Context: an optimization exercise on an open-source flow, tuned for small area, a short achievable clock period and few clock cycles per item. The choices shown serve that exercise and are no tape-out recipe.
Only simulation tests tie the RTL to the original design; equivalence was not proved.

Setup of the reference run:
==> flow/design.v (excerpt) <==
module cipher_aes_core (
    input  wire         clk,
    input  wire         rst,         
    input  wire         in_valid,
    output wire         in_ready,
    input  wire         in_key256,   
    input  wire [255:0] in_key,
    input  wire [127:0] in_block,
    output reg          out_valid,
    output reg  [127:0] out_block
);
Size: about 6200 cells after synthesis, about 520 I/O pins, about 59000 µm² of cells after synthesis.
==> flow/config.mk <==
export PLATFORM = sky130hd
export DESIGN_NAME = cipher_aes_core
export DESIGN_NICKNAME = cipher_aes_core
export VERILOG_FILES = /design/flow/design.v
export SDC_FILE = /design/flow/constraint.sdc
export NUM_CORES = 8
export LEC_CHECK = 0
export CAP_MARGIN = 10
export CORE_MARGIN = 2
export CORE_UTILIZATION = 40
export PLACE_DENSITY = 0.6
export SLEW_MARGIN = 10
==> flow/constraint.sdc <==
create_clock -name core_clock -period 8.0 [get_ports {clk}]
set_input_delay 1.6000 -clock core_clock [delete_from_list [all_inputs] [get_ports {clk}]]
set_output_delay 1.6000 -clock core_clock [all_outputs]
set_load 0.01 [all_outputs]
standard.sh (not shown) runs the stock make flow with config.mk's settings and CLKGATE_MAP_FILE= SYNTH_SCRIPT=/design/flow/synth_recipe.tcl, a recipe that flattens the netlist after the stock synthesis.
==> flow/flow/run.sh <==
#!/bin/bash
# Layout flow: the standard flow (standard.sh), except that
#  - synthesis maps the logic with the ABC script flow/abc_map.script; the
#    registers are untouched, and the flow checks that the netlist has the
#    same flip-flops (names and cell types) as the standard synthesis, and
#    uses the standard netlist if not;
#  - the make variables in flow/params.sh are added (port buffer cell,
#    repair margins).
# Each tool's output goes to a log file in the work folder.
set -uo pipefail
W=$(pwd)
RES=$W/orfs/results/$FLOW_PLATFORM/cipher_aes_core/base
source flow/params.sh

# 1. the standard synthesis, for reference
bash standard.sh synth > std_synth.log 2>&1 || exit 1
cp $RES/1_2_yosys.v $W/std_1_2_yosys.v

# 2. our synthesis, in a work area of its own
sed -e "s#@ABC_SCRIPT@#$W/flow/abc_map.script#" flow/synth.tcl > $W/my_synth.tcl
make -C $FLOW_HOME DESIGN_CONFIG=$W/config.mk WORK_HOME=$W/mysyn CLKGATE_MAP_FILE= \
     SYNTH_SCRIPT=$W/my_synth.tcl synth > my_synth.log 2>&1
MYV=$W/mysyn/results/$FLOW_PLATFORM/cipher_aes_core/base/1_2_yosys.v

# 3. same registers?
regs() { grep -oE '^ *sky130_fd_sc_hd__(df|edf|sdf|sedf|dlx|dlr)[a-z0-9_]* +[^ ]+' "$1" | sed -E 's/_[0-9]+ +/ /; s/^ *//' | sort; }
if [[ -s $MYV ]] && cmp -s <(regs $W/std_1_2_yosys.v) <(regs $MYV); then
  echo "own synthesis: registers match, using it" > synth_choice.log
  cp $MYV $RES/1_2_yosys.v
  touch $RES/1_2_yosys.v
else
  echo "own synthesis: registers differ or missing, using the standard netlist" > synth_choice.log
fi
regs $W/std_1_2_yosys.v | wc -l >> synth_choice.log
regs $MYV | wc -l >> synth_choice.log

# 4. the rest of the standard flow
bash standard.sh "${MAKE_ARGS[@]}" finish > std_flow.log 2>&1
==> flow/flow/abc_map.script <==
strash
dc2
&get -n
&dch -f
&nf -R 1000
&put
buffer -c
topo
stime -c
upsize -c
dnsize -c
==> flow/flow/params.sh <==
MAKE_ARGS=(SETUP_SLACK_MARGIN=4.7 "BUFFER_PORTS_ARGS=-buffer_cell sky130_fd_sc_hd__buf_1" "CTS_ARGS=-sink_clustering_enable -repair_clock_nets -dont_use_dummy_load -sink_clustering_size 20 -buf_list {sky130_fd_sc_hd__clkbuf_4 sky130_fd_sc_hd__clkbuf_8}")
==> flow/flow/synth.tcl <==
proc synth {args} { yosys synth -nofsm -noshare {*}$args }
proc abc {args} {
  set i [lsearch $args -script]
  set args [lreplace $args $i [expr {$i + 1}] -script @ABC_SCRIPT@]
  yosys abc {*}$args
}
source $::env(SCRIPTS_DIR)/synth.tcl
# left out here: clear keep_hierarchy, flatten, clean up, hide names made inside functions, write 1_2_yosys.v
The reference run: no failed stages, no open violations at the end
Testbench counts of the reference run, summed over its fixed seeds: cycles 25,540, items 2,048.
Input changes introduced in the trial run (baseline for comparison: the reference run):
==> flow/flow/params.sh <==
MAKE_ARGS=(SETUP_SLACK_MARGIN=4.85 "BUFFER_PORTS_ARGS=-buffer_cell sky130_fd_sc_hd__buf_1" "CTS_ARGS=-sink_clustering_enable -repair_clock_nets -dont_use_dummy_load -sink_clustering_size 20 -buf_list {sky130_fd_sc_hd__clkbuf_4 sky130_fd_sc_hd__clkbuf_8}")
--- outcome ---
Post-layout utilization of the core, the reference run and the trial run: lower on the reference run. Sequential share of layout area: the trial run vs the reference run down 1.6 points. The reference run and the trial run ended up with roughly the same total clock buffers created by CTS. Delta (the trial run minus the reference run): final hold slack did not really move, routed wire length went up, number of diodes went down. The reference run: full flow OK, the timing, design-rule and antenna checks passed. The trial run did not stop at any stage, and its layout met the timing, design-rule and antenna checks.

---

cipher_aes_core, a different RTL version from the one above (not shown whole).
For scale: about 5900 cells after synthesis.
==> flow/config.mk <==
export PLATFORM = sky130hd
export DESIGN_NAME = cipher_aes_core
export DESIGN_NICKNAME = cipher_aes_core
export VERILOG_FILES = /design/flow/design.v
export SDC_FILE = /design/flow/constraint.sdc
export NUM_CORES = 8
export LEC_CHECK = 0
export CAP_MARGIN = 10
export CORE_MARGIN = 2
export CORE_UTILIZATION = 40
export PLACE_DENSITY = 0.6
export SLEW_MARGIN = 10
==> flow/constraint.sdc <==
create_clock -name core_clock -period 8.0 [get_ports {clk}]
set_input_delay 1.6000 -clock core_clock [delete_from_list [all_inputs] [get_ports {clk}]]
set_output_delay 1.6000 -clock core_clock [all_outputs]
set_load 0.01 [all_outputs]
==> flow/flow/run.sh <==
#!/bin/bash
# Layout flow: the standard flow (standard.sh), except that
#  - synthesis maps the logic with the ABC script flow/abc_map.script; the
#    registers are untouched, and the flow checks that the netlist has the
#    same flip-flops (names and cell types) as the standard synthesis, and
#    uses the standard netlist if not;
#  - the make variables in flow/params.sh are added (port buffer cell,
#    repair margins).
# Each tool's output goes to a log file in the work folder.
set -uo pipefail
W=$(pwd)
RES=$W/orfs/results/$FLOW_PLATFORM/cipher_aes_core/base
source flow/params.sh

# 1. the standard synthesis, for reference
bash standard.sh synth > std_synth.log 2>&1 || exit 1
cp $RES/1_2_yosys.v $W/std_1_2_yosys.v

# 2. our synthesis, in a work area of its own
sed -e "s#@ABC_SCRIPT@#$W/flow/abc_map.script#" flow/synth.tcl > $W/my_synth.tcl
make -C $FLOW_HOME DESIGN_CONFIG=$W/config.mk WORK_HOME=$W/mysyn CLKGATE_MAP_FILE= \
     SYNTH_SCRIPT=$W/my_synth.tcl synth > my_synth.log 2>&1
MYV=$W/mysyn/results/$FLOW_PLATFORM/cipher_aes_core/base/1_2_yosys.v

# 3. same registers?
regs() { grep -oE '^ *sky130_fd_sc_hd__[a-z0-9]*(df|dl)[a-z0-9_]* +[^ ]+' "$1" | sed -E 's/_[0-9]+ +/ /; s/^ *//' | sort; }
if [[ -s $MYV ]] && cmp -s <(regs $W/std_1_2_yosys.v) <(regs $MYV); then
  echo "own synthesis: registers match, using it" > synth_choice.log
  cp $MYV $RES/1_2_yosys.v
  touch $RES/1_2_yosys.v
else
  echo "own synthesis: registers differ or missing, using the standard netlist" > synth_choice.log
fi
regs $W/std_1_2_yosys.v | wc -l >> synth_choice.log
regs $MYV | wc -l >> synth_choice.log

# 4. the rest of the standard flow
bash standard.sh "${MAKE_ARGS[@]}" finish > std_flow.log 2>&1
==> flow/flow/params.sh <==
MAKE_ARGS=(SETUP_SLACK_MARGIN=4.5 "BUFFER_PORTS_ARGS=-buffer_cell sky130_fd_sc_hd__buf_1" "CTS_ARGS=-sink_clustering_enable -repair_clock_nets -dont_use_dummy_load -sink_clustering_size 20")
Scripts as last shown in full above: flow/flow/abc_map.script, flow/flow/synth.tcl
Testbench counts at the start, summed over its fixed seeds: cycles 25,540, items 2,048.
Edit:
==> flow/flow/params.sh (replaced) <==
MAKE_ARGS=(SETUP_SLACK_MARGIN=4.65 "BUFFER_PORTS_ARGS=-buffer_cell sky130_fd_sc_hd__buf_1" "CTS_ARGS=-sink_clustering_enable -repair_clock_nets -dont_use_dummy_load -sink_clustering_size 20")
=> Via count goes up by 1.8%. Worst setup slack gains 100 ps. Routed wire length rises by 1.5%. Design area rose by 3.4%.
Edit:
==> flow/flow/params.sh (replaced) <==
MAKE_ARGS=(SETUP_SLACK_MARGIN=4.5 "BUFFER_PORTS_ARGS=-buffer_cell sky130_fd_sc_hd__buf_1" "CTS_ARGS=-sink_clustering_enable -repair_clock_nets -dont_use_dummy_load -sink_clustering_size 20 -buf_list {sky130_fd_sc_hd__clkbuf_4 sky130_fd_sc_hd__clkbuf_8}")
After rerunning: Register-to-register slack gets worse by 20 ps. Routed wire length falls by 0.90%. Critical path depth does not change. Setup slack gets worse by 19 ps. Synthesized cell count is unchanged. Design area falls by 3.4%. Non-clock buffer count falls by 77. Utilization falls by 1.8 points.
Edit:
--- a/flow/flow/run.sh
+++ b/flow/flow/run.sh
@@ -26 +26 @@
-regs() { grep -oE '^ *sky130_fd_sc_hd__[a-z0-9]*(df|dl)[a-z0-9_]* +[^ ]+' "$1" | sed -E 's/_[0-9]+ +/ /; s/^ *//' | sort; }
+regs() { grep -oE '^ *sky130_fd_sc_hd__(df|edf|sdf|sedf|dlx|dlr)[a-z0-9_]* +[^ ]+' "$1" | sed -E 's/_[0-9]+ +/ /; s/^ *//' | sort; }
- The new run finished with timing, DRC and antenna clean
- cell area does not change
- synthesized area is unchanged
- maximum frequency is unchanged
- synthesized cell count is unchanged
- first-iteration DRC count is unchanged
- non-clock buffer count is unchanged

separate check: timing with driven ports:
No port has a modelled driver above. Below, the same layouts with a new extraction and two added sets of constraints.
Step 1 sets driving cells, clkbuf_16 on the clock port and buf_2 on the other inputs (assumed; they add their load-dependent delay and slew).
Step 2 also shifts input and output timing later by t, the mid clock arrival at the registers, as if the neighbouring blocks saw the same clock.
a / b / c = no drivers / after step 1 / after step 2; a / b = the first two.
run | t (ns) | setup WS [ns] | worst setup path after step 2 | worst register clock-pin slew, ns
the reference run | 0.973 | 4.732 / 4.726 / 4.159 | input to register | 0.07 / 0.07
the trial run | 0.969 | 4.790 / 4.790 / 4.198 | input to register | 0.07 / 0.07
the first run of note 2 | 0.816 | 4.443 / 4.443 / 4.038 | input to register | 0.06 / 0.06
the second run of note 2 | 0.814 | 4.547 / 4.547 / 4.017 | input to register | 0.06 / 0.06
the third run of note 2 | 0.980 | 4.528 / 4.528 / 3.974 | input to register | 0.06 / 0.06
the fourth run of note 2 | 0.980 | 4.528 / 4.528 / 3.974 | input to register | 0.06 / 0.06
After both steps every run listed still meets setup and hold. The setup slack of the trial run, which loses most, moves by 0.000 ns with the drivers and by -0.592 ns with both steps.
